This design comes from an exercise in tuning for small area, a short achievable clock period and few clock cycles per item on the open sky130 flow, not from production work. At most, simulation tests tie the RTL to the original design; equivalence was not proved. For runs 1 and 2, only the layout was checked, not whether the RTL still works.

===== design.v =====
module gra_mac (
    input  wire         clk,
    input  wire         rst,
    input  wire         start,
    input  wire [6:0]   nwords,      
    input  wire [255:0] key,
    input  wire [63:0]  ctr,
    output wire         ready,
    input  wire         in_valid,
    input  wire [31:0]  in_data,
    output wire         in_ready,
    output wire         done,
    output wire [127:0] mac
);
    localparam integer S_IDLE = 0,
                       S_PRE  = 1,       
                       S_INIT = 2,       
                       S_RND  = 3,
                       S_ADD  = 4,       
                       S_ROT  = 5,       
                       S_WAIT = 6,       
                       S_DONE = 7;       
    function [31:0] bswap;
        input [31:0] x;
        bswap = {x[7:0], x[15:8], x[23:16], x[31:24]};
    endfunction
    function [31:0] rotr;
        input [31:0] x;
        input integer n;
        rotr = (x >> n) | (x << (32 - n));
    endfunction
    function [31:0] bsig0;
        input [31:0] x;
        bsig0 = rotr(x, 2) ^ rotr(x, 13) ^ rotr(x, 22);
    endfunction
    function [31:0] bsig1;
        input [31:0] x;
        bsig1 = rotr(x, 6) ^ rotr(x, 11) ^ rotr(x, 25);
    endfunction
    function [31:0] ssig0;
        input [31:0] x;
        ssig0 = rotr(x, 7) ^ rotr(x, 18) ^ (x >> 3);
    endfunction
    function [31:0] ssig1;
        input [31:0] x;
        ssig1 = rotr(x, 17) ^ rotr(x, 19) ^ (x >> 10);
    endfunction
    function [1:0] kfun;
        input [7:0] s;
        input [5:0] r;
        input       op;
        begin
            kfun = 2'd0;
            if (s[S_RND]) begin
                case (r[1:0])
                    2'b10:   kfun = 2'd3;
                    2'b11:   kfun = 2'd2;
                    default: kfun = 2'd1;
                endcase
            end else if (s[S_ROT]) begin
                case (r[1:0])
                    2'b10:   kfun = 2'd2;
                    2'b11:   kfun = 2'd1;
                    default: kfun = 2'd0;
                endcase
            end else if (s[S_ADD] && op) begin
                kfun = 2'd3;
            end
        end
    endfunction
    localparam [255:0] IV = {32'h6a09e667, 32'hbb67ae85, 32'h3c6ef372, 32'ha54ff53a,
                             32'h510e527f, 32'h9b05688c, 32'h1f83d9ab, 32'h5be0cd19};
    reg  [7:0]   st;          
    reg          outer;       
    reg          keyblk;      
    reg          opad;        
    reg          fin_blk;     
    reg          is_last;     
    reg  [5:0]   rc;          
    reg  [3:0]   slot_r;      
    reg  [4:0]   have_r;      
    reg          nbrk;        
    reg  [7:0]   rem;         
    reg  [31:0]  w [0:15];    
    reg  [31:0]  a, b, c, d, e, f, g, h;
    reg  [31:0]  p;           
    reg  [31:0]  hv [0:7];    
    wire        in_idle  = st[S_IDLE];
    wire        in_pre   = st[S_PRE];
    wire        in_init  = st[S_INIT];
    wire        in_rnd   = st[S_RND];
    wire        in_add   = st[S_ADD];
    wire        in_rot   = st[S_ROT];
    wire        in_wait  = st[S_WAIT];
    wire        in_done  = st[S_DONE];
    wire        last_in  = !outer && is_last;
    assign done  = in_done;
    assign ready = in_idle || in_done;
    function [8:0] fsel;
        input [7:0] s;
        input [5:0] r;
        input       o, kb, fb, il;
        input [3:0] sr;
        reg         fd, nf, fk, fo, fi;
        reg  [3:0]  sl;
        reg         r0, e12, lt, ct, li;
        begin
            r0  = (r == 6'd0);
            e12 = s[S_RND] && !r0 && (r <= 6'd13);
            lt  = (s[S_RND] && (r0 || r == 6'd63)) || s[S_ADD];
            ct  = !o && !il;
            li  = !o && il;
            fd = 1'b0; nf = 1'b0; sl = 4'd0;
            if (s[S_IDLE] || s[S_DONE]) begin
                fd = 1'b1; nf = 1'b1; sl = 4'd0;
            end else if (s[S_PRE]) begin
                fd = 1'b1; sl = 4'd1;
            end else if (s[S_INIT]) begin
                fd = 1'b1; sl = 4'd2;
            end else if (s[S_WAIT]) begin
                fd = 1'b1; sl = sr;
            end else if (s[S_ROT]) begin
                fd = 1'b1; nf = (r[1:0] == 2'd2); sl = {2'b0, r[1:0] ^ 2'b10};
            end else if (e12) begin
                fd = 1'b1; sl = r[3:0] + 4'd2;
            end else begin
                if (s[S_RND] && r == 6'd63 && ct) begin
                    fd = 1'b1; nf = 1'b1; sl = 4'd0;
                end
                if (s[S_RND] && r0 && (ct || li)) begin
                    fd = 1'b1; nf = li; sl = {3'd0, ct};
                end
                if (s[S_ADD] && (ct || li)) begin
                    fd = 1'b1; sl = {2'd0, ct, li};
                end
            end
            fk = s[S_IDLE] || s[S_PRE] || s[S_DONE] || ((s[S_INIT] || e12) && kb) || (lt && li);
            fo = !s[S_IDLE] && !s[S_PRE] && !s[S_DONE] && (o || (lt && li));
            fi = s[S_ROT] || (e12 && fb);
            fsel = {fd, nf, sl, fk, fo, fi};
        end
    endfunction
    wire        cont     = !outer && !is_last;       
    wire        rc0      = (rc == 6'd0);
    wire        r62      = in_rnd && (rc == 6'd63);
    wire        r63      = in_rnd && rc0;
    wire        early    = in_rnd && !rc0 && (rc <= 6'd13);
    wire        feed, newfeed, f_key, f_opad, f_ih;
    wire [3:0]  slot;
    assign {feed, newfeed, slot, f_key, f_opad, f_ih} = fsel(st, rc, outer, keyblk, fin_blk, is_last, slot_r);
    wire [4:0]  have     = newfeed ? 5'd0 : have_r;
    reg  [1:0]  ksel;         
    wire [31:0] hv_ar   = hv[ksel];
    wire [31:0] hv_er   = hv[{1'b1, ksel}];
    wire [31:0] len_bits = 32'd768 + {20'd0, nwords, 5'd0};
    wire [31:0] pad      = f_opad ? 32'h5c5c5c5c : 32'h36363636;
    wire        rem_pos  = !rem[7] && (rem != 8'd0);
    reg  [31:0] src_word;
    reg         src_in;       
    always @(*) begin
        src_word = 32'd0;
        src_in   = 1'b0;
        if (f_key) begin
            src_word = pad;
            if (!slot[3]) src_word = bswap(key[32*slot[2:0] +: 32]) ^ pad;
        end else if (f_ih) begin
            if (!slot[3])            src_word = slot[2] ? hv_er : hv_ar;
            else if (slot == 4'd8)   src_word = 32'h80000000;
            else if (slot == 4'd15)  src_word = 32'd768;
        end else begin
            if (rem_pos) begin
                src_word = bswap(in_data);
                src_in   = 1'b1;
            end else if (rem == 8'd0)               src_word = bswap(ctr[31:0]);
            else if (rem == 8'hff)                  src_word = bswap(ctr[63:32]);
            else if (rem == 8'hfe)                  src_word = 32'h80000000;
            else if (slot == 4'd15 && rem != 8'hfd) src_word = len_bits;
        end
    end
    wire        want     = feed && ({1'b0, slot} == have);
    wire        avail    = !src_in || in_valid;
    wire        take     = want && avail;
    wire        miss     = want && !avail;
    wire        take_msg = take && !f_key && !f_ih;
    reg         in_ready_r;   
    assign in_ready = in_ready_r;
    wire [31:0] w_new;
    gra_mac_sched u_sched (.w0(w[0]), .w1(w[1]), .w9(w[9]), .w14(w[14]), .w_new(w_new));
    reg  [31:0] tail;
    always @(*) begin
        if (take)
            tail = src_word;
        else if (feed)
            tail = w[0];              
        else
            tail = w_new;
    end
    reg  [1:0]  k;
    reg         rot;
    reg         ff_iv;
    reg  [31:0] iv_a, iv_e;
    always @(*) begin
        case (k)
            2'd0: begin iv_a = IV[255:224]; iv_e = IV[127:96]; end
            2'd1: begin iv_a = IV[223:192]; iv_e = IV[95:64];  end
            2'd2: begin iv_a = IV[191:160]; iv_e = IV[63:32];  end
            default: begin iv_a = IV[159:128]; iv_e = IV[31:0]; end
        endcase
    end
    wire [31:0] hv_a    = ff_iv ? iv_a : hv_ar;
    wire [31:0] hv_e    = ff_iv ? iv_e : hv_er;
    wire [31:0] st_a    = rot ? d : (in_init ? 32'd0 : a);
    wire [31:0] st_e    = rot ? h : (in_init ? 32'd0 : e);
    wire [31:0] sum_a, sum_e;
    gra_mac_add32 u_ffa (.x(hv_a), .y(st_a), .s(sum_a));
    gra_mac_add32 u_ffe (.x(hv_e), .y(st_e), .s(sum_e));
    wire        ld_iv   = in_init && keyblk;
    wire [31:0] ld1     = ld_iv ? IV[223:192] : hv[1];
    wire [31:0] ld2     = ld_iv ? IV[191:160] : hv[2];
    wire [31:0] ld3     = ld_iv ? IV[159:128] : hv[3];
    wire [31:0] ld5     = ld_iv ? IV[95:64]   : hv[5];
    wire [31:0] ld6     = ld_iv ? IV[63:32]   : hv[6];
    wire [31:0] ld7     = ld_iv ? IV[31:0]    : hv[7];
    wire [31:0] a_new, e_new;
    gra_mac_round u_round (.a(a), .b(b), .c(c), .d(d), .e(e), .f(f), .g(g), .p(p),
                           .a_new(a_new), .e_new(e_new));
    wire        shift = in_rnd || rot;
    wire [31:0] hnext = shift ? g : ld7;
    wire [31:0] p_new;
    gra_mac_pnext u_pnext (.rc(rc), .hnext(hnext), .w14(w[14]), .p_new(p_new));
    integer i;
    always @(posedge clk) begin
        for (i = 0; i < 15; i = i + 1)
            w[i] <= w[i+1];
        w[15] <= tail;
        p <= p_new;
        a <= in_rnd ? a_new : sum_a;
        e <= in_rnd ? e_new : sum_e;
        if (shift) begin
            b <= a; c <= b; d <= c;
            f <= e; g <= f;
        end else begin
            b <= ld1; c <= ld2; d <= ld3;
            f <= ld5; g <= ld6;
        end
        h <= g;
    end
    reg         ff_wr;        
    reg         h3_wr;        
    reg  [1:0]  wk;
    wire [31:0] bus_a  = h3_wr ? d : sum_a;
    always @(posedge clk) begin
        if (ff_wr || h3_wr)
            hv[wk] <= bus_a;
        if (ff_wr)
            hv[{1'b1, k}] <= sum_e;
    end
    assign mac = {bswap(hv[3]), bswap(hv[2]), bswap(hv[1]), bswap(hv[0])};
    reg  [7:0]  st_n;
    reg  [5:0]  rc_n;
    reg         outer_n, keyblk_n, opad_n, fin_n, last_n, nbrk_n;
    reg  [3:0]  slot_n;
    reg  [4:0]  have_n;
    reg  [7:0]  rem_n;
    always @(*) begin
        st_n     = 8'd0;
        rc_n     = rc;
        outer_n  = outer;
        keyblk_n = keyblk;
        opad_n   = opad;
        fin_n    = fin_blk;
        last_n   = is_last;
        nbrk_n   = nbrk;
        rem_n    = rem;
        if (feed) begin
            slot_n = slot + 4'd1;
            have_n = take ? have + 5'd1 : have;
        end else begin
            slot_n = slot_r + 4'd1;
            have_n = have_r;
        end
        if (take_msg) begin
            rem_n = rem - 8'd1;
            if (slot == 4'd15) last_n = rem[7] && (rem <= 8'hfc);
        end
        case (1'b1)
            in_idle: begin
                st_n[start ? S_PRE : S_IDLE] = 1'b1;
            end
            in_pre: begin
                outer_n  = 1'b0;
                keyblk_n = 1'b1;
                opad_n   = 1'b0;
                fin_n    = 1'b0;
                last_n   = 1'b0;
                rem_n    = {1'b0, nwords} + 8'd6;
                nbrk_n   = 1'b0;
                rc_n     = 6'd0;
                st_n[S_INIT] = 1'b1;
            end
            in_init: begin
                rc_n = 6'd1;
                st_n[miss ? S_WAIT : S_RND] = 1'b1;
            end
            in_wait: begin
                rc_n = 6'd0;
                st_n[(slot_r == 4'd1 && (have_r > 5'd1 || (have_r == 5'd1 && avail))) ? S_INIT : S_WAIT] = 1'b1;
            end
            in_rnd: begin
                if (!rc0) rc_n = rc + 6'd1;
                if ((r62 || r63) && miss) nbrk_n = 1'b1;
                if (early && miss)
                    st_n[S_WAIT] = 1'b1;
                else if (rc0)
                    st_n[S_ADD] = 1'b1;
                else
                    st_n[S_RND] = 1'b1;
            end
            in_add: begin
                rc_n   = 6'd1;
                nbrk_n = 1'b0;
                if (fin_blk) begin
                    st_n[S_DONE] = 1'b1;
                end else if (opad) begin
                    rc_n     = 6'd62;
                    keyblk_n = 1'b0;
                    opad_n   = 1'b0;
                    fin_n    = 1'b1;
                    st_n[S_ROT] = 1'b1;
                end else if (last_in) begin
                    rc_n     = 6'd0;
                    outer_n  = 1'b1;
                    keyblk_n = 1'b1;
                    opad_n   = 1'b1;
                    st_n[S_INIT] = 1'b1;
                end else begin
                    keyblk_n = 1'b0;
                    st_n[(nbrk || miss) ? S_WAIT : S_RND] = 1'b1;
                end
            end
            in_rot: begin
                rc_n = rc0 ? 6'd1 : rc + 6'd1;
                st_n[rc0 ? S_RND : S_ROT] = 1'b1;
            end
            in_done: begin
                st_n[start ? S_PRE : S_IDLE] = 1'b1;
            end
            default: st_n[S_IDLE] = 1'b1;
        endcase
        if (rst) begin
            st_n   = 8'd0;
            st_n[S_IDLE] = 1'b1;
            nbrk_n = 1'b0;
        end
    end
    wire        feed_n, newfeed_n, f_key_n, f_opad_n, f_ih_n;
    wire [3:0]  fslot_n;
    assign {feed_n, newfeed_n, fslot_n, f_key_n, f_opad_n, f_ih_n} =
        fsel(st_n, rc_n, outer_n, keyblk_n, fin_n, last_n, slot_n);
    wire [4:0]  fhave_n  = newfeed_n ? 5'd0 : have_n;
    wire        ready_n  = feed_n && ({1'b0, fslot_n} == fhave_n) && !f_key_n && !f_ih_n
                           && !rem_n[7] && (rem_n != 8'd0);
    wire        rot_n   = st_n[S_ROT] || (st_n[S_ADD] && opad_n);
    wire [1:0]  k_n     = kfun(st_n, rc_n, opad_n);
    wire        ffwr_n  = !opad_n && ((st_n[S_RND] && (rc_n == 6'd0 || rc_n[5:1] == 5'b11111)) || st_n[S_ADD]);
    wire        h3wr_n  = fin_n && st_n[S_RND] && (rc_n != 6'd0) && (rc_n <= 6'd4);
    reg  [1:0]  wk_n;
    always @(*) begin
        wk_n = k_n;
        if (h3wr_n) begin
            case (rc_n[1:0])
                2'b01:   wk_n = 2'd3;
                2'b10:   wk_n = 2'd2;
                2'b11:   wk_n = 2'd1;
                default: wk_n = 2'd0;
            endcase
        end
    end
    always @(posedge clk) begin
        k          <= k_n;
        ksel       <= (feed_n && f_ih_n) ? fslot_n[1:0] : k_n;
        rot        <= rot_n;
        ff_iv      <= rot_n || keyblk_n;
        ff_wr      <= ffwr_n;
        h3_wr      <= h3wr_n;
        wk         <= wk_n;
        st         <= st_n;
        rc         <= rc_n;
        outer      <= outer_n;
        keyblk     <= keyblk_n;
        opad       <= opad_n;
        fin_blk    <= fin_n;
        is_last    <= last_n;
        nbrk       <= nbrk_n;
        slot_r     <= slot_n;
        have_r     <= have_n;
        rem        <= rem_n;
        in_ready_r <= ready_n;
    end
endmodule
module gra_mac_round (
    input  wire [31:0] a, b, c, d, e, f, g, p,
    output wire [31:0] a_new, e_new
);
    function [31:0] skadd;
        input [31:0] u, v;
        reg   [31:0] gg, pp;
        integer i, l;
        begin
            gg = u & v;
            pp = u ^ v;
            for (l = 1; l < 32; l = l * 2)
                for (i = 0; i < 32; i = i + 1)
                    if ((i / l) % 2 == 1) begin
                        gg[i] = gg[i] | (pp[i] & gg[(i / l) * l - 1]);
                        pp[i] = pp[i] & pp[(i / l) * l - 1];
                    end
            skadd = u ^ v ^ {gg[30:0], 1'b0};
        end
    endfunction
    function [31:0] rotr;
        input [31:0] x;
        input integer n;
        rotr = (x >> n) | (x << (32 - n));
    endfunction
    function [31:0] bsig0;
        input [31:0] x;
        bsig0 = rotr(x, 2) ^ rotr(x, 13) ^ rotr(x, 22);
    endfunction
    function [31:0] bsig1;
        input [31:0] x;
        bsig1 = rotr(x, 6) ^ rotr(x, 11) ^ rotr(x, 25);
    endfunction
    wire [31:0] ch    = (e & f) ^ (~e & g);
    wire [31:0] maj   = (a & b) ^ (a & c) ^ (b & c);
    wire [31:0] s1    = bsig1(e);
    wire [31:0] s0    = bsig0(a);
    wire [31:0] x1    = p ^ s1 ^ ch;
    wire [31:0] y1    = {(p[30:0] & s1[30:0]) | (p[30:0] & ch[30:0]) | (s1[30:0] & ch[30:0]), 1'b0};
    wire [31:0] x2    = x1 ^ y1 ^ d;
    wire [31:0] y2    = {(x1[30:0] & y1[30:0]) | (x1[30:0] & d[30:0]) | (y1[30:0] & d[30:0]), 1'b0};
    wire [31:0] u2    = x1 ^ y1 ^ s0;
    wire [31:0] v2    = {(x1[30:0] & y1[30:0]) | (x1[30:0] & s0[30:0]) | (y1[30:0] & s0[30:0]), 1'b0};
    wire [31:0] u3    = u2 ^ v2 ^ maj;
    wire [31:0] v3    = {(u2[30:0] & v2[30:0]) | (u2[30:0] & maj[30:0]) | (v2[30:0] & maj[30:0]), 1'b0};
    assign e_new = skadd(x2, y2);
    assign a_new = skadd(u3, v3);
endmodule
module gra_mac_sched (
    input  wire [31:0] w0, w1, w9, w14,
    output wire [31:0] w_new
);
    function [31:0] bkadd;
        input [31:0] u, v;
        reg   [31:0] gg, pp;
        integer i, l;
        begin
            gg = u & v;
            pp = u ^ v;
            for (l = 1; l < 32; l = l * 2)
                for (i = 2*l - 1; i < 32; i = i + 2*l) begin
                    gg[i] = gg[i] | (pp[i] & gg[i-l]);
                    pp[i] = pp[i] & pp[i-l];
                end
            for (l = 8; l >= 1; l = l / 2)
                for (i = 3*l - 1; i < 32; i = i + 2*l) begin
                    gg[i] = gg[i] | (pp[i] & gg[i-l]);
                    pp[i] = pp[i] & pp[i-l];
                end
            bkadd = u ^ v ^ {gg[30:0], 1'b0};
        end
    endfunction
    function [31:0] rotr;
        input [31:0] x;
        input integer n;
        rotr = (x >> n) | (x << (32 - n));
    endfunction
    function [31:0] ssig0;
        input [31:0] x;
        ssig0 = rotr(x, 7) ^ rotr(x, 18) ^ (x >> 3);
    endfunction
    function [31:0] ssig1;
        input [31:0] x;
        ssig1 = rotr(x, 17) ^ rotr(x, 19) ^ (x >> 10);
    endfunction
    wire [31:0] wq0   = ssig0(w1);
    wire [31:0] wq1   = ssig1(w14);
    wire [31:0] wx1   = w0 ^ w9 ^ wq0;
    wire [31:0] wy1   = {(w0[30:0] & w9[30:0]) | (w0[30:0] & wq0[30:0]) | (w9[30:0] & wq0[30:0]), 1'b0};
    wire [31:0] wx2   = wx1 ^ wy1 ^ wq1;
    wire [31:0] wy2   = {(wx1[30:0] & wy1[30:0]) | (wx1[30:0] & wq1[30:0]) | (wy1[30:0] & wq1[30:0]), 1'b0};
    assign w_new = bkadd(wx2, wy2);
endmodule
module gra_mac_pnext (
    input  wire [5:0]  rc,
    input  wire [31:0] hnext, w14,
    output wire [31:0] p_new
);
    function [31:0] bkadd;
        input [31:0] u, v;
        reg   [31:0] gg, pp;
        integer i, l;
        begin
            gg = u & v;
            pp = u ^ v;
            for (l = 1; l < 32; l = l * 2)
                for (i = 2*l - 1; i < 32; i = i + 2*l) begin
                    gg[i] = gg[i] | (pp[i] & gg[i-l]);
                    pp[i] = pp[i] & pp[i-l];
                end
            for (l = 8; l >= 1; l = l / 2)
                for (i = 3*l - 1; i < 32; i = i + 2*l) begin
                    gg[i] = gg[i] | (pp[i] & gg[i-l]);
                    pp[i] = pp[i] & pp[i-l];
                end
            bkadd = u ^ v ^ {gg[30:0], 1'b0};
        end
    endfunction
    function [31:0] kconst;
        input [5:0] i;
        case (i)
            6'd0: kconst = 32'h428a2f98;
            6'd1: kconst = 32'h71374491;
            6'd2: kconst = 32'hb5c0fbcf;
            6'd3: kconst = 32'he9b5dba5;
            6'd4: kconst = 32'h3956c25b;
            6'd5: kconst = 32'h59f111f1;
            6'd6: kconst = 32'h923f82a4;
            6'd7: kconst = 32'hab1c5ed5;
            6'd8: kconst = 32'hd807aa98;
            6'd9: kconst = 32'h12835b01;
            6'd10: kconst = 32'h243185be;
            6'd11: kconst = 32'h550c7dc3;
            6'd12: kconst = 32'h72be5d74;
            6'd13: kconst = 32'h80deb1fe;
            6'd14: kconst = 32'h9bdc06a7;
            6'd15: kconst = 32'hc19bf174;
            6'd16: kconst = 32'he49b69c1;
            6'd17: kconst = 32'hefbe4786;
            6'd18: kconst = 32'h0fc19dc6;
            6'd19: kconst = 32'h240ca1cc;
            6'd20: kconst = 32'h2de92c6f;
            6'd21: kconst = 32'h4a7484aa;
            6'd22: kconst = 32'h5cb0a9dc;
            6'd23: kconst = 32'h76f988da;
            6'd24: kconst = 32'h983e5152;
            6'd25: kconst = 32'ha831c66d;
            6'd26: kconst = 32'hb00327c8;
            6'd27: kconst = 32'hbf597fc7;
            6'd28: kconst = 32'hc6e00bf3;
            6'd29: kconst = 32'hd5a79147;
            6'd30: kconst = 32'h06ca6351;
            6'd31: kconst = 32'h14292967;
            6'd32: kconst = 32'h27b70a85;
            6'd33: kconst = 32'h2e1b2138;
            6'd34: kconst = 32'h4d2c6dfc;
            6'd35: kconst = 32'h53380d13;
            6'd36: kconst = 32'h650a7354;
            6'd37: kconst = 32'h766a0abb;
            6'd38: kconst = 32'h81c2c92e;
            6'd39: kconst = 32'h92722c85;
            6'd40: kconst = 32'ha2bfe8a1;
            6'd41: kconst = 32'ha81a664b;
            6'd42: kconst = 32'hc24b8b70;
            6'd43: kconst = 32'hc76c51a3;
            6'd44: kconst = 32'hd192e819;
            6'd45: kconst = 32'hd6990624;
            6'd46: kconst = 32'hf40e3585;
            6'd47: kconst = 32'h106aa070;
            6'd48: kconst = 32'h19a4c116;
            6'd49: kconst = 32'h1e376c08;
            6'd50: kconst = 32'h2748774c;
            6'd51: kconst = 32'h34b0bcb5;
            6'd52: kconst = 32'h391c0cb3;
            6'd53: kconst = 32'h4ed8aa4a;
            6'd54: kconst = 32'h5b9cca4f;
            6'd55: kconst = 32'h682e6ff3;
            6'd56: kconst = 32'h748f82ee;
            6'd57: kconst = 32'h78a5636f;
            6'd58: kconst = 32'h84c87814;
            6'd59: kconst = 32'h8cc70208;
            6'd60: kconst = 32'h90befffa;
            6'd61: kconst = 32'ha4506ceb;
            6'd62: kconst = 32'hbef9a3f7;
            6'd63: kconst = 32'hc67178f2;
        endcase
    endfunction
    wire [31:0] kval  = kconst(rc);
    wire [31:0] px    = hnext ^ kval ^ w14;
    wire [31:0] py    = {(hnext[30:0] & kval[30:0]) | (hnext[30:0] & w14[30:0]) | (kval[30:0] & w14[30:0]), 1'b0};
    assign p_new = bkadd(px, py);
endmodule
module gra_mac_add32 (
    input  wire [31:0] x, y,
    output wire [31:0] s
);
    function [31:0] bkadd;
        input [31:0] u, v;
        reg   [31:0] gg, pp;
        integer i, l;
        begin
            gg = u & v;
            pp = u ^ v;
            for (l = 1; l < 32; l = l * 2)
                for (i = 2*l - 1; i < 32; i = i + 2*l) begin
                    gg[i] = gg[i] | (pp[i] & gg[i-l]);
                    pp[i] = pp[i] & pp[i-l];
                end
            for (l = 8; l >= 1; l = l / 2)
                for (i = 3*l - 1; i < 32; i = i + 2*l) begin
                    gg[i] = gg[i] | (pp[i] & gg[i-l]);
                    pp[i] = pp[i] & pp[i-l];
                end
            bkadd = u ^ v ^ {gg[30:0], 1'b0};
        end
    endfunction
    assign s = bkadd(x, y);
endmodule

===== flow/run.sh =====
#!/bin/bash
set -euo pipefail
export BUFFER_PORTS_ARGS="-buffer_cell sky130_fd_sc_hd__buf_1"
export CTS_ARGS="-sink_clustering_enable -repair_clock_nets -dont_use_dummy_load -buf_list {sky130_fd_sc_hd__clkbuf_4 sky130_fd_sc_hd__clkbuf_8}"
sed -e 's/SETUP_SLACK_MARGIN=5/SETUP_SLACK_MARGIN=5.5/' standard.sh > standard_custom.sh
grep -q 'SETUP_SLACK_MARGIN=5.5' standard_custom.sh
bash standard_custom.sh > flow.log 2>&1

===== standard.sh =====
#!/bin/bash
# synth_recipe.tcl (not shown) runs the flow's synth.tcl, then flattens the netlist and writes it again
# the make line also repeats each setting of config.mk as NAME=value (left out here)
make -C /OpenROAD-flow-scripts/flow DESIGN_CONFIG=/design/flow/config.mk WORK_HOME=/design/flow/orfs CLKGATE_MAP_FILE= SYNTH_SCRIPT=/design/flow/synth_recipe.tcl "${@:-finish}"

===== config.mk =====
export PLATFORM = sky130hd
export DESIGN_NAME = gra_mac
export DESIGN_NICKNAME = gra_mac
export VERILOG_FILES = /design/flow/design.v
export SDC_FILE = /design/flow/constraint.sdc
export NUM_CORES = 4
export LEC_CHECK = 0
export ABC_AREA = 1
export CAP_MARGIN = 20
export CORE_MARGIN = 2
export CORE_UTILIZATION = 55
export SETUP_SLACK_MARGIN = 5
export SLEW_MARGIN = 20
export SYNTH_HIERARCHICAL = 1

===== constraint.sdc =====
create_clock -name core_clock -period 10.0 [get_ports {clk}]
set_input_delay 2.0000 -clock core_clock [delete_from_list [all_inputs] [get_ports {clk}]]
set_output_delay 2.0000 -clock core_clock [all_outputs]
set_load 0.01 [all_outputs]

==> run_summary.xml, run 1 <==
<?xml version="1.0" encoding="UTF-8"?>
<metrics>
  <group name="synth">
    <metric name="ys_async_rst_share" unit="%">0</metric>
    <metric name="synth_top_area_cell" unit="">sky130_fd_sc_hd__dfxtp_1</metric>
    <metric name="synth.distinct_cells" unit="">79</metric>
    <metric name="synth-seq-cells" unit="">1104</metric>
    <metric name="synth_sequential_area_ratio" unit="%">42.0</metric>
    <metric name="mapped_cell_area" unit="um^2">58800</metric>
    <metric name="synth.top_cell.area_share" unit="%">28.9</metric>
    <metric name="synth_nets" unit="">7665</metric>
    <metric name="count_of_flip_flops_with_a_built_in_enable_after_synthesis" unit="">256</metric>
    <metric name="ys_flop_type" unit="">sky130_fd_sc_hd__dfxtp_1</metric>
    <metric name="post_synth.cell_area_avg" unit="um^2">8.66</metric>
    <metric name="synth_top_cells_by_area" unit="">sky130_fd_sc_hd__dfxtp_1 (29%), sky130_fd_sc_hd__edfxtp_1 (13%), sky130_fd_sc_hd__fa_1 (9.6%), sky130_fd_sc_hd__nand2_1 (7.7%), sky130_fd_sc_hd__inv_1 (6.7%)</metric>
    <metric name="synth_warnings" unit="">13</metric>
    <metric name="postSynthCellCount" unit="">6790</metric>
  </group>
  <group name="sta">
    <metric name="worst_max_slew_margin_expressed_relative_to_the_limit" unit="%">17.5</metric>
    <metric name="final.setup_skew" unit="ns">0.0907</metric>
    <metric name="achievable-frequency" unit="MHz">216</metric>
    <metric name="timing.final.ws_setup" unit="ns">5.38</metric>
    <metric name="setup-tns-final" unit="ns">0</metric>
    <metric name="finalHoldViolations" unit="">0</metric>
    <metric name="max_slew.worst_pin.slew" unit="ns">1.22</metric>
    <metric name="final-setup-viol-count" unit="">0</metric>
    <metric name="finalCritPeriodShare" unit="%">46.2</metric>
    <metric name="minimum_period_implied_by_the_final_worst_setup_slack" unit="ns">4.62</metric>
    <metric name="slew_viol_final" unit="">0</metric>
    <metric name="rsz0062_at_grt" unit="">yes</metric>
  </group>
  <group name="floorplanning">
    <metric name="core" unit="um^2">106000</metric>
    <metric name="num_io_pins" unit="">494</metric>
    <metric name="die_footprint" unit="um^2">110000</metric>
    <metric name="initial_utilization" unit="%">55.6</metric>
    <metric name="fp.dieW" unit="um">331</metric>
    <metric name="placement_rows" unit="">119</metric>
    <metric name="die_span_y" unit="um">331</metric>
  </group>
  <group name="route">
    <metric name="routed_via_density" unit="">5.99</metric>
    <metric name="drc" unit="">0</metric>
    <metric name="final_antenna_net_count" unit="">0</metric>
    <metric name="drt-wirelength-per-cell" unit="um">27.7</metric>
    <metric name="vias" unit="">52458</metric>
    <metric name="initialDrtViolationCount" unit="">6891</metric>
    <metric name="drt_pass1_iterations" unit="">6</metric>
    <metric name="postRouteWirelength" unit="um">242000</metric>
  </group>
  <group name="clock_tree">
    <metric name="cts.clk_slew.worst_paths" unit="ns">0.06</metric>
    <metric name="cts_buffer_depth" unit="">3</metric>
    <metric name="tritoncts" unit="">yes</metric>
    <metric name="clock_tree.htree_level_count" unit="">4</metric>
    <metric name="cts_sinks" unit="">1104</metric>
    <metric name="cts_hold_buffers" unit="">0</metric>
    <metric name="clkLatencyLatePin" unit="ns">0.86</metric>
    <metric name="cts.root.buffer_cell" unit="">sky130_fd_sc_hd__clkbuf_8</metric>
    <metric name="cts_inserted_buffers" unit="">173</metric>
  </group>
  <group name="final_layout">
    <metric name="relative_area_change_from_synthesis_to_final_layout" unit="%">14.8</metric>
    <metric name="fraction_of_final_layout_cells_with_drive_strength_greater_than_1" unit="%">11.6</metric>
    <metric name="largest_registers" unit="">w: 512 flops, hv: 256 flops</metric>
    <metric name="regMostFlops" unit="">w</metric>
    <metric name="fillCellCount" unit="">9008</metric>
    <metric name="fin_nets" unit="">8232</metric>
    <metric name="post-route-util" unit="%">63.9</metric>
    <metric name="most_used_cells_in_the_layout_excluding_fill_and_tap_cells" unit="">sky130_fd_sc_hd__nand2_1 (1154), sky130_fd_sc_hd__inv_1 (1030), sky130_fd_sc_hd__dfxtp_1 (782)</metric>
    <metric name="layout.cells.non_filler" unit="">8759</metric>
    <metric name="largest_register_ffs" unit="">512</metric>
    <metric name="mostFrequentLayoutCell" unit="">sky130_fd_sc_hd__nand2_1</metric>
  </group>
  <group name="place">
    <metric name="gp_congestion" unit="">1.04</metric>
    <metric name="pre_cts_ws" unit="ns">3.75</metric>
    <metric name="sum_of_net_half_perimeters_after_detailed_placement" unit="um">180000</metric>
    <metric name="numPlacedInstances" unit="">8463</metric>
    <metric name="place.port_buffers" unit="">493</metric>
  </group>
  <group name="grt">
    <metric name="pin_count_of_the_biggest_net_entering_global_routing" unit="">97</metric>
    <metric name="congestion_overflow_gr" unit="">0</metric>
    <metric name="grt_antenna_before_repair" unit="">30</metric>
    <metric name="first_global_vias" unit="">48752</metric>
    <metric name="wire_length_of_the_first_global_routing_pass" unit="um">334000</metric>
    <metric name="gr-usage-all-layers" unit="%">42.4</metric>
  </group>
  <group name="outcome">
    <metric name="status" unit="">finished clean</metric>
  </group>
  <group name="worst_hold_path">
    <metric name="hp-class" unit="">reg2reg</metric>
  </group>
  <group name="worst_setup_path">
    <metric name="worstSetupEndpointType" unit="">flip-flop</metric>
    <metric name="cp_data_required_time" unit="ns">10.77</metric>
    <metric name="worst-setup-path-type" unit="">reg2reg</metric>
    <metric name="data_arrival_critical_path" unit="ns">5.39</metric>
    <metric name="crit_path_start_kind" unit="">flip-flop</metric>
    <metric name="worst-path-max-fanout" unit="">4</metric>
  </group>
  <group name="flow_run">
    <metric name="maxCapViolCount" unit="">0</metric>
  </group>
</metrics>
timing repair:
| item | 4_1_cts | 5_1_grt |
|---|---|---|
| setup endpoints to repair | 277 | 127 |
| pin swaps | 42 | 95 |
| gates resized for setup | 247 | 309 |
| cloned | 11 | 8 |
| setup buffers | 40 | 50 |
Yosys cell counts (23+ instances only):
| master | count |
|---|---|
| sky130_fd_sc_hd__nand4_1 | 31 |
| sky130_fd_sc_hd__nor2_1 | 500 |
| sky130_fd_sc_hd__inv_1 | 1054 |
| sky130_fd_sc_hd__o22a_1 | 55 |
| sky130_fd_sc_hd__a31oi_1 | 64 |
| sky130_fd_sc_hd__o21bai_1 | 35 |
| sky130_fd_sc_hd__nor3_1 | 32 |
| sky130_fd_sc_hd__xor2_1 | 183 |
| sky130_fd_sc_hd__mux2_2 | 25 |
| sky130_fd_sc_hd__o221ai_1 | 62 |
| sky130_fd_sc_hd__inv_2 | 23 |
| sky130_fd_sc_hd__ha_1 | 231 |
| sky130_fd_sc_hd__buf_2 | 27 |
| sky130_fd_sc_hd__fa_1 | 281 |
| sky130_fd_sc_hd__o21ai_0 | 566 |
| sky130_fd_sc_hd__a21oi_1 | 278 |
| sky130_fd_sc_hd__nand2_2 | 54 |
| sky130_fd_sc_hd__clkbuf_1 | 208 |
| sky130_fd_sc_hd__xnor2_1 | 185 |
| sky130_fd_sc_hd__a22o_1 | 42 |
| sky130_fd_sc_hd__dfxtp_1 | 848 |
| sky130_fd_sc_hd__nand3_1 | 190 |
| sky130_fd_sc_hd__o22ai_1 | 55 |
| sky130_fd_sc_hd__edfxtp_1 | 256 |
| sky130_fd_sc_hd__nand2_1 | 1213 |
cells by family (layout without fill, tap and decap cells):
family | Yosys count | after routing | synth area share [%]
buf+inv | 1353 | 1912 | 8.83
mux | 28 | 28 | 0.530
xor+xnor | 368 | 368 | 5.48
compound gates | 1316 | 1316 | 13.6
other cells | 0 | 13 | 0
fa+ha+maj | 521 | 521 | 14.6
flops | 1104 | 1104 | 42.0
simple gates | 2100 | 2106 | 15.0
critical path, stage by stage, from the launching register on:
cell and delay [ns]:
sky130_fd_sc_hd__dfxtp_4 0.38, sky130_fd_sc_hd__buf_4 0.16, sky130_fd_sc_hd__xnor2_4 0.18, sky130_fd_sc_hd__xor2_4 0.26, sky130_fd_sc_hd__fa_1 0.47, sky130_fd_sc_hd__fa_1 0.49, sky130_fd_sc_hd__inv_1 0.06, sky130_fd_sc_hd__ha_4 0.22
sky130_fd_sc_hd__nand2_1 0.08, sky130_fd_sc_hd__inv_1 0.07, sky130_fd_sc_hd__a21oi_4 0.14, sky130_fd_sc_hd__nand2_2 0.09, sky130_fd_sc_hd__nand2_1 0.09, sky130_fd_sc_hd__nand2_2 0.09, sky130_fd_sc_hd__nand2_2 0.09, sky130_fd_sc_hd__nand2_4 0.08
sky130_fd_sc_hd__nand2_4 0.07, sky130_fd_sc_hd__nand2_4 0.05, sky130_fd_sc_hd__nand2_2 0.07, sky130_fd_sc_hd__nand2_2 0.05, sky130_fd_sc_hd__fa_2 0.37, sky130_fd_sc_hd__xor2_2 0.16, sky130_fd_sc_hd__xnor2_1 0.23, sky130_fd_sc_hd__xor2_1 0.25
sky130_fd_sc_hd__nand2_1 0.10, sky130_fd_sc_hd__a32oi_1 0.23
modules after synthesis, one instance, submodules excluded:
module / area [um^2] / flip-flops and latches
gra_mac_add32: 1360 / 0
gra_mac_sched: 4030 / 0
gra_mac_pnext: 4850 / 0
gra_mac_round: 8880 / 0
gra_mac: 38300 / 1104
layer usage:
metal  routed length, um  part of all wire (%)  vias to the layer above  GRT usage [%]
met2              102000                    42                     3472           61.4
met4               15200                   6.3                       40           21.9
met3               32100                    13                      777           14.4
met5                 456                  0.19                        -           1.52
met1               93000                    38                    25233           56.2
li1                    -                     -                    22936              -
worst paths after layout:
| kind | startpoint | end | slack [ns] | cells past startpoint |
|---|---|---|---|---|
| max | w[1][10]$_DFF_P_ | w[15][31]$_DFF_P_ | 5.38 | 25 |
| min | w[5][1]$_DFF_P_ | w[4][1]$_DFF_P_ | 0.27 | 0 |
| max reg2reg | w[1][10]$_DFF_P_ | w[15][31]$_DFF_P_ | 5.38 | 25 |
| min reg2reg | w[5][1]$_DFF_P_ | w[4][1]$_DFF_P_ | 0.27 | 0 |
final cells by class:
cell class                 count  area [um^2]  area share (%)
multi-input combinational   4339        30600            45.3
tap                         1391         1740            2.58
timing repair inverter         1         8.76          0.0130
timing repair buffer         655         3740            5.54
clock buffer                 173         2380            3.53
inverter                    1083         4180            6.19
sequential                  1104        24800            36.8
antenna                       13         32.5          0.0482
per-stage QoR:
step	instance area, um^2	hold WS (ns)
2_1_floorplan	58800	0.310
3_3_place_gp	61800	0.310
3_5_place_dp	61800	0.312
4_1_cts	65600	0.265
5_1_grt	67500	0.267
6_report	67500	0.273
==> run 2, diff against run 1 <==
--- a/config.mk
+++ b/config.mk
@@ -8,7 +8,7 @@
 export ABC_AREA = 1
 export CAP_MARGIN = 20
 export CORE_MARGIN = 2
-export CORE_UTILIZATION = 55
+export CORE_UTILIZATION = 50
 export SETUP_SLACK_MARGIN = 5
 export SLEW_MARGIN = 20
 export SYNTH_HIERARCHICAL = 1
==> run 2 against run 1 <==
  * Global-route usage down 3.0 points
  * Register-to-register slack worse by 0.02 ns
  * Clock-buffer cell count up 7
  * Area after synthesis unchanged
  * Final area decreased by 1.1%
  * Via count fell by 2.3%
  * Sequential share of layout area grew 0.37 points
  * Still clean
  * Synthesized cell count is the same
==> run_summary.xml, run 2 <==
<?xml version="1.0" encoding="UTF-8"?>
<metrics>
  <group name="clock_tree">
    <metric name="cts.root.buffer_cell" unit="">sky130_fd_sc_hd__clkbuf_8</metric>
    <metric name="cts.clk_slew.worst_paths" unit="ns">0.06</metric>
    <metric name="clkLatencyLatePin" unit="ns">0.94</metric>
    <metric name="tritoncts" unit="">yes</metric>
    <metric name="cts_inserted_buffers" unit="">180</metric>
    <metric name="cts_sinks" unit="">1104</metric>
    <metric name="cts_buffer_depth" unit="">3</metric>
    <metric name="clock_tree.htree_level_count" unit="">4</metric>
  </group>
  <group name="synth">
    <metric name="synth_simple_gate_area_share" unit="%">15.0</metric>
    <metric name="synth_top_area_cell" unit="">sky130_fd_sc_hd__dfxtp_1</metric>
    <metric name="synth_area_in_xor_xnor" unit="%">5.48</metric>
    <metric name="mapped_cell_area" unit="um^2">58800</metric>
    <metric name="ys_flop_type" unit="">sky130_fd_sc_hd__dfxtp_1</metric>
    <metric name="synth_common_cells" unit="">sky130_fd_sc_hd__nand2_1 (1213), sky130_fd_sc_hd__inv_1 (1054), sky130_fd_sc_hd__dfxtp_1 (848)</metric>
    <metric name="post_synth.cell_area_avg" unit="um^2">8.66</metric>
    <metric name="synth_nets" unit="">7665</metric>
    <metric name="post_synth_fa_ha_maj_area_fraction" unit="%">14.6</metric>
    <metric name="postSynthCellCount" unit="">6790</metric>
    <metric name="synth_warnings" unit="">13</metric>
    <metric name="synth.distinct_cells" unit="">79</metric>
    <metric name="synth_compound_area_share" unit="%">13.6</metric>
    <metric name="dominant_combinational_cell_family_by_area_after_synthesis" unit="">simple AND/OR/NAND/NOR gates</metric>
    <metric name="ys_async_rst_share" unit="%">0</metric>
    <metric name="count_of_flip_flops_with_a_built_in_enable_after_synthesis" unit="">256</metric>
    <metric name="synth-seq-cells" unit="">1104</metric>
    <metric name="synth.top_cell.area_share" unit="%">28.9</metric>
    <metric name="synth.most_common_cell" unit="">sky130_fd_sc_hd__nand2_1</metric>
    <metric name="synth_sequential_area_ratio" unit="%">42.0</metric>
    <metric name="yosys-mux-area-fraction" unit="%">0.530</metric>
    <metric name="synth_top_cells_by_area" unit="">sky130_fd_sc_hd__dfxtp_1 (29%), sky130_fd_sc_hd__edfxtp_1 (13%), sky130_fd_sc_hd__fa_1 (9.6%), sky130_fd_sc_hd__nand2_1 (7.7%), sky130_fd_sc_hd__inv_1 (6.7%)</metric>
  </group>
  <group name="sta">
    <metric name="timing.final.ws_setup" unit="ns">5.35</metric>
    <metric name="slew_viol_final" unit="">0</metric>
    <metric name="rsz0062_at_grt" unit="">yes</metric>
    <metric name="finalHoldViolations" unit="">0</metric>
    <metric name="worst_max_slew_margin_expressed_relative_to_the_limit" unit="%">18.1</metric>
    <metric name="setup-tns-final" unit="ns">0</metric>
    <metric name="finalCritPeriodShare" unit="%">46.5</metric>
    <metric name="max_slew.worst_pin.slew" unit="ns">1.22</metric>
    <metric name="minimum_period_implied_by_the_final_worst_setup_slack" unit="ns">4.65</metric>
    <metric name="achievable-frequency" unit="MHz">215</metric>
    <metric name="final-setup-viol-count" unit="">0</metric>
    <metric name="final.setup_skew" unit="ns">0.141</metric>
  </group>
  <group name="place">
    <metric name="pre_cts_ws" unit="ns">3.92</metric>
    <metric name="sum_of_net_half_perimeters_after_detailed_placement" unit="um">186000</metric>
    <metric name="place.port_buffers" unit="">493</metric>
    <metric name="placed_cell_area" unit="um^2">62000</metric>
    <metric name="gp_congestion" unit="">1.08</metric>
  </group>
  <group name="route">
    <metric name="drc" unit="">0</metric>
    <metric name="postRouteWirelength" unit="um">245000</metric>
    <metric name="final_antenna_net_count" unit="">0</metric>
    <metric name="drt-wirelength-per-cell" unit="um">27.7</metric>
    <metric name="vias" unit="">51262</metric>
    <metric name="drt_pass1_iterations" unit="">7</metric>
    <metric name="initialDrtViolationCount" unit="">6549</metric>
    <metric name="routed_via_density" unit="">5.79</metric>
  </group>
  <group name="grt">
    <metric name="grt_antenna_before_repair" unit="">17</metric>
    <metric name="grt_use_met2" unit="%">58.9</metric>
    <metric name="wire_length_of_the_first_global_routing_pass" unit="um">342000</metric>
    <metric name="gr-usage-met3" unit="%">9.59</metric>
    <metric name="first_global_vias" unit="">48268</metric>
    <metric name="gr-usage-met1" unit="%">54.5</metric>
    <metric name="congestion_overflow_gr" unit="">0</metric>
    <metric name="gr-usage-all-layers" unit="%">39.4</metric>
    <metric name="grt-busiest-layer" unit="">met2</metric>
    <metric name="pin_count_of_the_biggest_net_entering_global_routing" unit="">92</metric>
  </group>
  <group name="worst_setup_path">
    <metric name="worst-setup-path-type" unit="">reg2reg</metric>
    <metric name="worst-path-max-fanout" unit="">7</metric>
    <metric name="slowest_stage" unit="">sky130_fd_sc_hd__fa_1</metric>
    <metric name="critPathTopFamily" unit="">simple AND/OR/NAND/NOR gates</metric>
    <metric name="cp_data_required_time" unit="ns">10.74</metric>
    <metric name="critPathBufInv" unit="">2</metric>
    <metric name="worstSetupEndpointType" unit="">flip-flop</metric>
    <metric name="cp_slowest_stage_delay" unit="ns">0.43</metric>
    <metric name="critPathMostFrequentCell" unit="">sky130_fd_sc_hd__nand2_1</metric>
    <metric name="crit_path_start_kind" unit="">flip-flop</metric>
    <metric name="data_arrival_critical_path" unit="ns">5.39</metric>
  </group>
  <group name="floorplanning">
    <metric name="placement_rows" unit="">125</metric>
    <metric name="fp.dieW" unit="um">347</metric>
    <metric name="initial_utilization" unit="%">50.5</metric>
    <metric name="core" unit="um^2">116000</metric>
    <metric name="die_footprint" unit="um^2">120000</metric>
    <metric name="num_io_pins" unit="">494</metric>
    <metric name="die_span_y" unit="um">347</metric>
  </group>
  <group name="final_layout">
    <metric name="regMostFlops" unit="">w</metric>
    <metric name="fraction_of_final_layout_cells_with_drive_strength_greater_than_1" unit="%">10.1</metric>
    <metric name="relative_area_change_from_synthesis_to_final_layout" unit="%">13.6</metric>
    <metric name="mostFrequentLayoutCell" unit="">sky130_fd_sc_hd__nand2_1</metric>
    <metric name="most_used_cells_in_the_layout_excluding_fill_and_tap_cells" unit="">sky130_fd_sc_hd__nand2_1 (1177), sky130_fd_sc_hd__inv_1 (1037), sky130_fd_sc_hd__dfxtp_1 (785)</metric>
    <metric name="largest_register_ffs" unit="">512</metric>
    <metric name="design_area" unit="um^2">66800</metric>
    <metric name="fillCellCount" unit="">10764</metric>
    <metric name="largest_registers" unit="">w: 512 flops, hv: 256 flops</metric>
    <metric name="fin_nets" unit="">8202</metric>
  </group>
  <group name="outcome">
    <metric name="status" unit="">finished clean</metric>
  </group>
  <group name="flow_run">
    <metric name="maxCapViolCount" unit="">0</metric>
  </group>
  <group name="worst_hold_path">
    <metric name="hp-class" unit="">reg2reg</metric>
  </group>
</metrics>
==> run 2: cell counts after synthesis <==
Identical to the previous run, type by type.
==> run 2: stage by stage <==
stage	utilization [%]	cells	hold slack, ns
2_1_floorplan	-	6790	0.310
3_3_place_gp	53.3	8599	0.310
3_5_place_dp	53.3	8599	0.312
4_1_cts	56.6	8821	0.230
5_1_grt	57.4	8853	0.217
6_report	57.4	8857	0.244
==> run 2: cell families after synthesis <==
logic type                 Yosys count
DFF                               1104
xor gates and xnor gates           368
and+or+nand+nor                   2100
muxes                               28
AOI/OAI and AO/OA                 1316
buffers and inverters             1353
adders and majority gates          521
==> run 2: worst paths after layout <==
kind                                        from              end  slack (ns)  depth (start not counted)
worst max-delay path               rc[0]$_DFF_P_    p[31]$_DFF_P_        5.35                         25
worst min-delay path            w[10][4]$_DFF_P_  w[9][4]$_DFF_P_        0.24                          0
worst max register to register     rc[0]$_DFF_P_    p[31]$_DFF_P_        5.35                         25
worst min register to register  w[10][4]$_DFF_P_  w[9][4]$_DFF_P_        0.24                          0
==> run 2: layout make-up <==
cell class / count / area [um^2] / area share, %
Multi-Input combinational cell: 4337 / 30100 / 45.0
Sequential cell: 1104 / 24800 / 37.1
Inverter: 1083 / 4170 / 6.24
Timing Repair Buffer: 621 / 3330 / 4.98
Clock buffer: 180 / 2480 / 3.71
Tap cell: 1524 / 1910 / 2.86
Antenna cell: 8 / 20.0 / 0.0300
==> run 2: per-layer routing <==
layer | vias to the layer above | part of all wire, %
li1 | 22863 | -
met1 | 24918 | 41
met2 | 2926 | 43
met3 | 543 | 11
met4 | 12 | 5.0
met5 | - | 0.033
==> run 2: timing repair <==
action,CTS,global route
hold buffers,0,0
endpoints found under the setup margin,293,142
pin swaps,46,48
buffers inserted,33,24
resized for setup,245,163
gates cloned,9,4
==> run 2: Yosys stat by module, one instance, submodules excluded <==
module	copies in the design	cell area, um^2	flops+latches
gra_mac	1	38300	1104
gra_mac_pnext	1	4850	0
gra_mac_add32	2	1360	0
gra_mac_round	1	8880	0
gra_mac_sched	1	4030	0
==> run 3, diff against run 2 <==
--- a/design.v
+++ b/design.v
@@ -238,12 +238,11 @@
         e <= in_rnd ? e_new : sum_e;
         if (shift) begin
             b <= a; c <= b; d <= c;
-            f <= e; g <= f;
+            f <= e; g <= f; h <= g;
         end else begin
             b <= ld1; c <= ld2; d <= ld3;
-            f <= ld5; g <= ld6;
+            f <= ld5; g <= ld6; h <= ld7;
         end
-        h <= g;
     end
     reg         ff_wr;        
     reg         h3_wr;        
--- a/config.mk
+++ b/config.mk
@@ -12,3 +12,4 @@
 export SETUP_SLACK_MARGIN = 5
 export SLEW_MARGIN = 20
 export SYNTH_HIERARCHICAL = 1
+export TNS_END_PERCENT = 0
==> run 3 against run 2 <==
  * Still clean on timing, DRC and antenna
  * Critical path depth decreased by 6
  * Sequential share of layout area increased by 0.076 points
  * Via count decreased by 1.2%
  * Register-to-register slack improved by 0.06 ns
  * Worst hold slack improved by 0.015 ns
  * Sequential cell count unchanged
  * Clock-buffer cell count increased by 3
  * Clock skew decreased by 0.022 ns
  * Fmax increased by 1.3%
  * Utilization decreased by 0.057 points
==> run_summary.xml, run 3 <==
<?xml version="1.0" encoding="UTF-8"?>
<metrics>
  <group name="outcome">
    <metric name="status" unit="">finished clean</metric>
  </group>
  <group name="synth">
    <metric name="synth.top_cell.area_share" unit="%">29.0</metric>
    <metric name="postSynthCellCount" unit="">6727</metric>
    <metric name="synth.distinct_cells" unit="">80</metric>
    <metric name="synth_nets" unit="">7602</metric>
    <metric name="synth_warnings" unit="">13</metric>
    <metric name="ys_async_rst_share" unit="%">0</metric>
    <metric name="synth_common_cells" unit="">sky130_fd_sc_hd__nand2_1 (1173), sky130_fd_sc_hd__inv_1 (1053), sky130_fd_sc_hd__dfxtp_1 (848)</metric>
    <metric name="synth-seq-cells" unit="">1104</metric>
    <metric name="count_of_flip_flops_with_a_built_in_enable_after_synthesis" unit="">256</metric>
    <metric name="ys_flop_type" unit="">sky130_fd_sc_hd__dfxtp_1</metric>
    <metric name="synth_top_cells_by_area" unit="">sky130_fd_sc_hd__dfxtp_1 (29%), sky130_fd_sc_hd__edfxtp_1 (13%), sky130_fd_sc_hd__fa_1 (9.6%), sky130_fd_sc_hd__nand2_1 (7.5%), sky130_fd_sc_hd__inv_1 (6.7%)</metric>
    <metric name="post_synth.cell_area_avg" unit="um^2">8.71</metric>
    <metric name="synth.most_common_cell" unit="">sky130_fd_sc_hd__nand2_1</metric>
    <metric name="mapped_cell_area" unit="um^2">58600</metric>
    <metric name="synth_sequential_area_ratio" unit="%">42.1</metric>
    <metric name="synth_top_area_cell" unit="">sky130_fd_sc_hd__dfxtp_1</metric>
  </group>
  <group name="sta">
    <metric name="minimum_period_implied_by_the_final_worst_setup_slack" unit="ns">4.59</metric>
    <metric name="final.setup_skew" unit="ns">0.119</metric>
    <metric name="rsz0062_at_grt" unit="">yes</metric>
    <metric name="slew_viol_final" unit="">0</metric>
    <metric name="final-setup-viol-count" unit="">0</metric>
    <metric name="finalHoldViolations" unit="">0</metric>
    <metric name="achievable-frequency" unit="MHz">218</metric>
    <metric name="setup-tns-final" unit="ns">0</metric>
    <metric name="worst_max_slew_margin_expressed_relative_to_the_limit" unit="%">24.2</metric>
    <metric name="timing.final.ws_setup" unit="ns">5.41</metric>
    <metric name="finalCritPeriodShare" unit="%">45.9</metric>
    <metric name="max_slew.worst_pin.slew" unit="ns">1.14</metric>
  </group>
  <group name="grt">
    <metric name="gr-usage-met1" unit="%">46.7</metric>
    <metric name="gr-usage-met3" unit="%">8.14</metric>
    <metric name="congestion_overflow_gr" unit="">0</metric>
    <metric name="pin_count_of_the_biggest_net_entering_global_routing" unit="">103</metric>
    <metric name="gr-usage-all-layers" unit="%">37.8</metric>
    <metric name="grt-busiest-layer" unit="">met2</metric>
    <metric name="grt_antenna_before_repair" unit="">15</metric>
    <metric name="wire_length_of_the_first_global_routing_pass" unit="um">329000</metric>
    <metric name="first_global_vias" unit="">48398</metric>
    <metric name="grt_use_met2" unit="%">60.1</metric>
  </group>
  <group name="worst_setup_path">
    <metric name="slowest_stage" unit="">sky130_fd_sc_hd__fa_1</metric>
    <metric name="worstSetupEndpointType" unit="">flip-flop</metric>
    <metric name="cp_data_required_time" unit="ns">10.72</metric>
    <metric name="critPathMostFrequentCell" unit="">sky130_fd_sc_hd__fa_1</metric>
    <metric name="crit_path_start_kind" unit="">flip-flop</metric>
    <metric name="cp_slowest_stage_delay" unit="ns">0.51</metric>
    <metric name="critPathTopFamily" unit="">adder cells</metric>
    <metric name="worst-path-max-fanout" unit="">16</metric>
    <metric name="data_arrival_critical_path" unit="ns">5.30</metric>
    <metric name="critPathBufInv" unit="">3</metric>
    <metric name="critical_path.cell_chain" unit="">xnor2_1 -&gt; xor2_1 -&gt; inv_1 -&gt; fa_1 -&gt; fa_1 -&gt; inv_1 -&gt; fa_1 -&gt; inv_1 -&gt; ha_1 -&gt; nand2_1 -&gt; nand2_2 -&gt; a21oi_4 -&gt; nand2_4 -&gt; nand2_2 -&gt; nand2_8 -&gt; fa_1 -&gt; xor2_1 -&gt; nand2_1 -&gt; o21ai_0</metric>
    <metric name="worst-setup-path-type" unit="">reg2reg</metric>
  </group>
  <group name="place">
    <metric name="sum_of_net_half_perimeters_after_detailed_placement" unit="um">174000</metric>
    <metric name="gp_congestion" unit="">0.985</metric>
    <metric name="pre_cts_ws" unit="ns">3.99</metric>
    <metric name="place.port_buffers" unit="">493</metric>
  </group>
  <group name="route">
    <metric name="postRouteWirelength" unit="um">235000</metric>
    <metric name="routed_via_density" unit="">5.75</metric>
    <metric name="initialDrtViolationCount" unit="">5659</metric>
    <metric name="drt-wirelength-per-cell" unit="um">26.6</metric>
    <metric name="drc" unit="">0</metric>
    <metric name="final_antenna_net_count" unit="">0</metric>
    <metric name="drt_pass1_iterations" unit="">7</metric>
    <metric name="vias" unit="">50657</metric>
  </group>
  <group name="final_layout">
    <metric name="regMostFlops" unit="">w</metric>
    <metric name="most_used_cells_in_the_layout_excluding_fill_and_tap_cells" unit="">sky130_fd_sc_hd__nand2_1 (1132), sky130_fd_sc_hd__inv_1 (1034), sky130_fd_sc_hd__dfxtp_1 (791)</metric>
    <metric name="mostFrequentLayoutCell" unit="">sky130_fd_sc_hd__nand2_1</metric>
    <metric name="largest_register_ffs" unit="">512</metric>
    <metric name="fin_nets" unit="">8151</metric>
    <metric name="largest_registers" unit="">w: 512 flops, hv: 256 flops</metric>
    <metric name="relative_area_change_from_synthesis_to_final_layout" unit="%">13.7</metric>
    <metric name="fraction_of_final_layout_cells_with_drive_strength_greater_than_1" unit="%">10.4</metric>
  </group>
  <group name="flow_run">
    <metric name="maxCapViolCount" unit="">0</metric>
  </group>
  <group name="clock_tree">
    <metric name="cts_sinks" unit="">1104</metric>
    <metric name="tritoncts" unit="">yes</metric>
    <metric name="cts_inserted_buffers" unit="">183</metric>
    <metric name="cts.root.buffer_cell" unit="">sky130_fd_sc_hd__clkbuf_8</metric>
    <metric name="clkLatencyLatePin" unit="ns">0.97</metric>
    <metric name="cts.clk_slew.worst_paths" unit="ns">0.07</metric>
    <metric name="clock_tree.htree_level_count" unit="">4</metric>
    <metric name="cts_buffer_depth" unit="">3</metric>
  </group>
  <group name="floorplanning">
    <metric name="die_span_y" unit="um">346</metric>
    <metric name="num_io_pins" unit="">494</metric>
    <metric name="core" unit="um^2">116000</metric>
    <metric name="die_footprint" unit="um^2">120000</metric>
    <metric name="initial_utilization" unit="%">50.4</metric>
    <metric name="fp.dieW" unit="um">346</metric>
    <metric name="placement_rows" unit="">125</metric>
  </group>
  <group name="worst_hold_path">
    <metric name="hp-class" unit="">reg2reg</metric>
  </group>
</metrics>
[run 3: logic make-up after synthesis]
group / Yosys count / share of synthesized area, %
xor+xnor: 368 / 5.50
mux: 29 / 0.551
flops: 1104 / 42.1
simple gates: 2024 / 14.5
compound gates: 1330 / 13.8
fa+ha+maj: 521 / 14.7
buf+inv: 1351 / 8.85
[run 3: what timing repair did]
action / 4_1_cts / 5_1_grt
setup buffers: 27 / 40
pin swaps: 23 / 59
hold buffers: 0 / 0
cloned: 9 / 6
setup endpoints to repair: 329 / 238
gates resized for setup: 167 / 235
[run 3: per-stage QoR]
stage	std cells	hold slack, ns	util (%)	instance area, um^2
final	8810	0.259	57.3	66600
after global routing	8806	0.248	57.3	66600
after CTS	8752	0.243	56.1	65200
after detailed placement	8533	0.312	53.1	61800
after global placement	8533	0.310	53.1	61800
after floorplan	6727	0.310	-	58600
[run 3: per-layer routing]
metal,up-vias,routed length [um],part of all wire (%)
li1,22769,-,-
met1,24292,88900,38
met2,2835,106000,45
met3,753,21400,9.1
met4,8,18100,7.7
met5,-,47,0.020
[run 3: worst reg2reg max path: stages (launching register included)]
cell and delay, ns:
sky130_fd_sc_hd__dfxtp_4 0.39, sky130_fd_sc_hd__xnor2_1 0.19, sky130_fd_sc_hd__xor2_1 0.36, sky130_fd_sc_hd__inv_1 0.11
sky130_fd_sc_hd__fa_1 0.51, sky130_fd_sc_hd__fa_1 0.50, sky130_fd_sc_hd__inv_1 0.05, sky130_fd_sc_hd__fa_1 0.47
sky130_fd_sc_hd__inv_1 0.04, sky130_fd_sc_hd__ha_1 0.34, sky130_fd_sc_hd__nand2_1 0.10, sky130_fd_sc_hd__nand2_2 0.07
sky130_fd_sc_hd__a21oi_4 0.14, sky130_fd_sc_hd__nand2_4 0.12, sky130_fd_sc_hd__nand2_2 0.13, sky130_fd_sc_hd__nand2_8 0.13
sky130_fd_sc_hd__fa_1 0.46, sky130_fd_sc_hd__xor2_1 0.17, sky130_fd_sc_hd__nand2_1 0.06, sky130_fd_sc_hd__o21ai_0 0.08
[run 3: area by class of cell]
cell class | count | area (um^2)
fillers | 10720 | 49600
multi-input cells | 4276 | 29900
flip-flops and latches | 1104 | 24800
inverters | 1082 | 4130
repair buffers | 627 | 3340
clock buffers | 183 | 2520
well taps | 1524 | 1910
diodes | 12 | 30.0
repair inverters | 2 | 12.5
[run 3: Yosys stat by module, one instance, submodules excluded]
module | times used | flops+latches | cells inside | area (um^2)
gra_mac_round | 1 | 0 | 1242 | 8880
gra_mac_add32 | 2 | 0 | 173 | 1360
gra_mac_pnext | 1 | 0 | 791 | 4850
gra_mac | 1 | 1104 | 3884 | 38100
gra_mac_sched | 1 | 0 | 464 | 4030
[run 3: path summary, 6_finish.rpt]
check	cells after the start	slack (ns)	from	to
setup / recovery	19	5.41	e[30]$_DFF_P_	a[17]$_DFF_P_
hold / removal	0	0.26	w[4][28]$_DFF_P_	w[3][28]$_DFF_P_
setup reg to reg	19	5.41	e[30]$_DFF_P_	a[17]$_DFF_P_
hold reg to reg	0	0.26	w[4][28]$_DFF_P_	w[3][28]$_DFF_P_
Testbench counts of run 3, summed over its fixed seeds: cycles 102,088, items 320.
==> run 4, diff against run 3 <==
--- a/config.mk
+++ b/config.mk
@@ -12,4 +12,3 @@
 export SETUP_SLACK_MARGIN = 5
 export SLEW_MARGIN = 20
 export SYNTH_HIERARCHICAL = 1
-export TNS_END_PERCENT = 0
==> run 4 against run 3 <==
  * Final area up 0.76%
  * Register-to-register slack better by 0.05 ns
  * Die area unchanged
  * Final cell count up 0.10%
  * Still clean on timing, DRC and antenna
  * Via count up 0.20%
  * Non-clock buffer count up 13
  * Synthesized cell count unchanged
  * Clock-buffer cell count unchanged
  * Sequential cell count unchanged
  * Area after synthesis unchanged
==> run_summary.xml, run 4 <==
<?xml version="1.0" encoding="UTF-8"?>
<metrics>
  <group name="sta">
    <metric name="setup-tns-final" unit="ns">0</metric>
    <metric name="rsz0062_at_grt" unit="">yes</metric>
  </group>
  <group name="synth">
    <metric name="postSynthCellCount" unit="">6727</metric>
    <metric name="synth_top_cells_by_area" unit="">sky130_fd_sc_hd__dfxtp_1 (29%), sky130_fd_sc_hd__edfxtp_1 (13%), sky130_fd_sc_hd__fa_1 (9.6%), sky130_fd_sc_hd__nand2_1 (7.5%), sky130_fd_sc_hd__inv_1 (6.7%)</metric>
    <metric name="synth_common_cells" unit="">sky130_fd_sc_hd__nand2_1 (1173), sky130_fd_sc_hd__inv_1 (1053), sky130_fd_sc_hd__dfxtp_1 (848)</metric>
    <metric name="synth_nets" unit="">7602</metric>
  </group>
  <group name="grt">
    <metric name="gr-usage-all-layers" unit="%">38.0</metric>
    <metric name="pin_count_of_the_biggest_net_entering_global_routing" unit="">103</metric>
  </group>
  <group name="flow_run">
    <metric name="maxCapViolCount" unit="">0</metric>
  </group>
  <group name="clock_tree">
    <metric name="cts_inserted_buffers" unit="">183</metric>
    <metric name="cts.root.buffer_cell" unit="">sky130_fd_sc_hd__clkbuf_8</metric>
    <metric name="cts_sinks" unit="">1104</metric>
    <metric name="tritoncts" unit="">yes</metric>
  </group>
  <group name="outcome">
    <metric name="status" unit="">finished clean</metric>
  </group>
  <group name="floorplanning">
    <metric name="num_io_pins" unit="">494</metric>
    <metric name="core" unit="um^2">116000</metric>
    <metric name="die_footprint" unit="um^2">120000</metric>
  </group>
  <group name="route">
    <metric name="vias" unit="">50760</metric>
    <metric name="routed_via_density" unit="">5.76</metric>
  </group>
  <group name="final_layout">
    <metric name="largest_registers" unit="">w: 512 flops, hv: 256 flops</metric>
  </group>
  <group name="place">
    <metric name="sum_of_net_half_perimeters_after_detailed_placement" unit="um">174000</metric>
  </group>
  <group name="worst_setup_path">
    <metric name="crit_path_start_kind" unit="">flip-flop</metric>
  </group>
</metrics>
==> run 4: changes by cell type in the layout (fill, tap and decap cells not counted), sizes merged <==
cell / change
buf: +12
diode: -3
clkbuf: +1
inv: -1
==> run 4: kinds of logic (layout without fill, tap and decap cells) <==
| group | after synthesis | in the layout | share of synthesized area (%) |
|---|---|---|---|
| and+or+nand+nor | 2024 | 2028 | 14.5 |
| buffers and inverters | 1351 | 1906 | 8.85 |
| AOI/OAI and AO/OA | 1330 | 1330 | 13.8 |
| DFF | 1104 | 1104 | 42.1 |
| adders and majority gates | 521 | 521 | 14.7 |
| xor gates and xnor gates | 368 | 368 | 5.50 |
| muxes | 29 | 29 | 0.551 |
| other | 0 | 9 | 0 |
==> run 4: stage by stage <==
step,std cells,util (%),instance area [um^2],hold WS [ns]
2_1_floorplan,6727,-,58600,0.310
3_3_place_gp,8533,53.1,61800,0.310
3_5_place_dp,8533,53.1,61800,0.312
4_1_cts,8764,56.4,65500,0.243
5_1_grt,8818,57.8,67100,0.248
6_report,8819,57.8,67100,0.260
==> run 4: final timing paths <==
| path | startpoint | to | slack (ns) | depth (start not counted) |
|---|---|---|---|---|
| setup / recovery | w[1][17]$_DFF_P_ | w[15][31]$_DFF_P_ | 5.47 | 24 |
| hold / removal | w[4][28]$_DFF_P_ | w[3][28]$_DFF_P_ | 0.26 | 0 |
| hold reg to reg | w[4][28]$_DFF_P_ | w[3][28]$_DFF_P_ | 0.26 | 0 |
| setup reg to reg | w[1][17]$_DFF_P_ | w[15][31]$_DFF_P_ | 5.47 | 24 |
==> run 4: critical path: stages, from the launching register on <==
cell and delay, ns:
sky130_fd_sc_hd__dfxtp_4 0.40, sky130_fd_sc_hd__xnor2_4 0.18, sky130_fd_sc_hd__xor2_2 0.16, sky130_fd_sc_hd__fa_1 0.54, sky130_fd_sc_hd__fa_1 0.57, sky130_fd_sc_hd__inv_1 0.06, sky130_fd_sc_hd__ha_1 0.28, sky130_fd_sc_hd__nand2_1 0.08
sky130_fd_sc_hd__inv_1 0.05, sky130_fd_sc_hd__nand2_1 0.05, sky130_fd_sc_hd__nand2_1 0.10, sky130_fd_sc_hd__a21oi_2 0.22, sky130_fd_sc_hd__nand2_4 0.09, sky130_fd_sc_hd__nand2_4 0.06, sky130_fd_sc_hd__nand2_4 0.06, sky130_fd_sc_hd__nand2_2 0.06
sky130_fd_sc_hd__nand2_2 0.06, sky130_fd_sc_hd__nand2_2 0.07, sky130_fd_sc_hd__nand2_2 0.06, sky130_fd_sc_hd__fa_2 0.43, sky130_fd_sc_hd__xor2_2 0.17, sky130_fd_sc_hd__xnor2_2 0.18, sky130_fd_sc_hd__xor2_1 0.22, sky130_fd_sc_hd__nand2_1 0.08
sky130_fd_sc_hd__a32oi_1 0.20
==> run 4: layout make-up <==
class | instances | area [um^2]
clock buffers | 183 | 2520
multi-input cells | 4276 | 30200
well taps | 1524 | 1910
flip-flops and latches | 1104 | 24800
fillers | 10659 | 49100
repair inverters | 1 | 7.51
inverters | 1082 | 4140
diodes | 9 | 22.5
repair buffers | 640 | 3510
==> run 4: metal layers <==
metal | up-vias | wire, um
li1 | 22778 | -
met1 | 24427 | 89800
met2 | 2795 | 107000
met3 | 746 | 20500
met4 | 14 | 17900
met5 | - | 122
==> run 4: what timing repair did <==
item,in CTS,in global routing
pin swaps,30,84
hold endpoints to repair,0,0
gates resized for setup,225,279
setup buffers,39,41
cloned,9,5
hold buffers,0,0
setup endpoints to repair,329,196
==> run 4: Yosys stat by module, one instance, submodules excluded <==
module	flip-flops and latches	cells	copies in the design	cell area, um^2
gra_mac_add32	0	173	2	1360
gra_mac_sched	0	464	1	4030
gra_mac_round	0	1242	1	8880
gra_mac	1104	3884	1	38100
gra_mac_pnext	0	791	1	4850

static timing again, ports no longer ideal:
The flow's constraints put no driver on any port. The routed layouts listed below were extracted and timed again, unchanged, in two steps.
Step 1 assumes that a clkbuf_16 drives the clock port and a buf_2 every other input.
Step 2 also shifts input and output timing later by t, the mid clock arrival at the registers, as if the neighbouring blocks saw the same clock.
Three values: no drivers, after step 1, after step 2; two values: the first two.
run	t (ns)	setup WS [ns]	worst setup path after step 2	slew at the worst register clock pin (ns)
run 1	0.914	5.375 / 5.375 / 5.375	register to register	0.06 / 0.06
run 2	0.942	5.353 / 5.353 / 5.353	register to register	0.07 / 0.07
run 3	0.973	5.413 / 5.413 / 5.413	register to register	0.07 / 0.07
run 4	0.967	5.468 / 5.468 / 5.468	register to register	0.07 / 0.07
After both steps setup and hold are still met in every run listed.
